What follows belongs to an exercise in optimizing a design on an open flow for small area, a short achievable clock period and few clock cycles per item; a production flow would make more cautious choices. In this exercise RTL edits were held to simulation tests only and were not proved equivalent to the original.

== run A ==
Design le_lane, start of the top module:
module le_lane (
    input  wire        clk,
    input  wire        rst,           
    input  wire        start,
    input  wire [15:0] code,
    input  wire [15:0] vref,
    input  wire [15:0] sff,
    input  wire [20:0] vlink_mv,
    input  wire        vlink_ok,
    input  wire        at_dmax,
    input  wire [15:0] vscal,
    input  wire [15:0] vlnom,
    input  wire [31:0] kp,
    input  wire [31:0] ki,
    input  wire [31:0] kd,
    input  wire [31:0] dpole,
    input  wire [31:0] ll1_b0,
    input  wire [31:0] ll1_b1,
    input  wire [31:0] ll1_a1,
    input  wire [31:0] ll2_b0,
    input  wire [31:0] ll2_b1,
    input  wire [31:0] ll2_a1,
    input  wire [31:0] nb0,
    input  wire [31:0] nb1,
    input  wire [31:0] nb2,
    input  wire [31:0] na1,
    input  wire [31:0] na2,
    input  wire        nen,
    input  wire [15:0] dmax,
    input  wire [15:0] dmin,
    input  wire [15:0] imax,
    input  wire [15:0] llmax,
    input  wire [15:0] nmax,
    input  wire [15:0] ffmax,
    input  wire [14:0] emax,
    input  wire [5:0]  sat_clr,
    output wire        ready,
    output reg         done,
    output reg  [15:0] duty,
    output reg  [16:0] vout,
    output wire [15:0] err,
    output wire [31:0] integ_out,
    output reg  [15:0] ratio,
    output reg  [5:0]  sat,
    output reg         frz_hi,
    output reg         frz_lo
);
    localparam W = 73;               
    function [15:0] enc1;
        input [31:0] a;
        integer k;
        reg lo;
        begin
            for (k = 0; k < 16; k = k + 1) begin
                lo = (k == 0) ? 1'b0 : a[2*k-1];
                enc1[k] = a[2*k] ^ lo;
            end
        end
    endfunction
    function [15:0] enc2;
        input [31:0] a;
        integer k;
        reg lo;
        begin
            for (k = 0; k < 16; k = k + 1) begin
  ...
==> flow/config.mk <==
export PLATFORM = sky130hd
export DESIGN_NAME = le_lane
export DESIGN_NICKNAME = le_lane
export VERILOG_FILES = /design/flow/design.v
export SDC_FILE = /design/flow/constraint.sdc
export NUM_CORES = 4
export LEC_CHECK = 0
export CAP_MARGIN = 20
export CORE_MARGIN = 2
export CORE_UTILIZATION = 53
export SLEW_MARGIN = 20
==> flow/constraint.sdc <==
create_clock -name core_clock -period 25.0 [get_ports {clk}]
set_input_delay 5.0000 -clock core_clock [delete_from_list [all_inputs] [get_ports {clk}]]
set_output_delay 5.0000 -clock core_clock [all_outputs]
set_load 0.01 [all_outputs]
standard.sh (not shown) runs the stock make flow with config.mk's settings and CLKGATE_MAP_FILE= SYNTH_SCRIPT=/design/flow/synth_recipe.tcl, a recipe that flattens the netlist after the stock synthesis.
==> flow/flow/run.sh <==
#!/bin/bash
# The standard layout (standard.sh, the standard flow's own ORFS run with the standard synthesis), with one
# change: the buffers that buffer_ports puts on every input and output port are plain
# sky130_fd_sc_hd__buf_2 cells instead of the delay buffers it picks by default.
# make's full output goes to standard.log here; ORFS keeps each step's log under orfs/logs.
set -euo pipefail
export BUFFER_PORTS_ARGS="-buffer_cell sky130_fd_sc_hd__buf_2"
bash standard.sh > standard.log 2>&1
Testbench counts of run A, summed over its fixed seeds: cycles 58,250, items 3,200.
For run B, these inputs were changed with respect to run A:
--- a/flow/config.mk
+++ b/flow/config.mk
@@ -10 +10 @@
-export CORE_UTILIZATION = 53
+export CORE_UTILIZATION = 50
--- outcome ---
- [compare] base=run A new=run B: final weighted congestion in routability-driven placement fell by about 4.5%; number of standard cells in the final layout excluding fillers rose by about 1.6%; via count stayed essentially flat; final standard cell utilization of the core fell by 3.3 points; fmax rose by about 3.5%.
- Run comparison: run A critical path startpoint bo1[1]$_DFF_P_; run B critical path startpoint mb_r[22]$_DFF_P_
- Changes observed in run B relative to run A: wire length on met2 went up 7000 microns; tap cell count went up 146.
- Effective utilization at floorplan: higher on run A
What run C does differently from run B at the input level:
--- a/flow/config.mk
+++ b/flow/config.mk
@@ -11 +11 @@
-export SLEW_MARGIN = 20
+export SLEW_MARGIN = 60
## What came out
Comparing the two runs side by side, run C comes out behind run B on shortest period the worst path allows.
Looking at met2 track utilization from global routing across run B and run C, the one that comes out lower is run B.
From run B to run C the numbers moved as follows: via density per instance shows no meaningful change; met1 track demand over resource in global routing shows an increase of 0.93 points.
Between run C and run B, the area fraction of clock buffers and clock inverters figures differ only marginally.
On setup slack of the critical path after layout: between run B and run C, it ends up lower for run C.

## port drivers added, routing unchanged
In the flow no input, the clock included, has a driving cell. The finished layouts below were timed again as built, in two steps.
Step 1, drivers: a clkbuf_16 drives clk and a buf_2 each remaining input, both assumed.
Step 2 adds t to the input delays and takes it off the output delays; t is the mean of the earliest and latest rising clock arrival at the registers after step 1. Input paths then give back, and output paths get back, about the clock's delay inside the block.
Three values: ideal ports, drivers, drivers and shift; two values: the first two.
run	shift t [ns]	setup WS [ns]	worst setup path at the end	clock arrival spread, ns	pins driven straight from the clock port
run A	0.814	16.270 / 16.270 / 16.270	register to register	0.060 / 0.061	1
run B	0.832	16.568 / 16.568 / 16.568	register to register	0.064 / 0.064	1
run C	0.826	16.565 / 16.565 / 16.565	register to register	0.055 / 0.055	1
After both steps setup and hold are still met in every run listed.
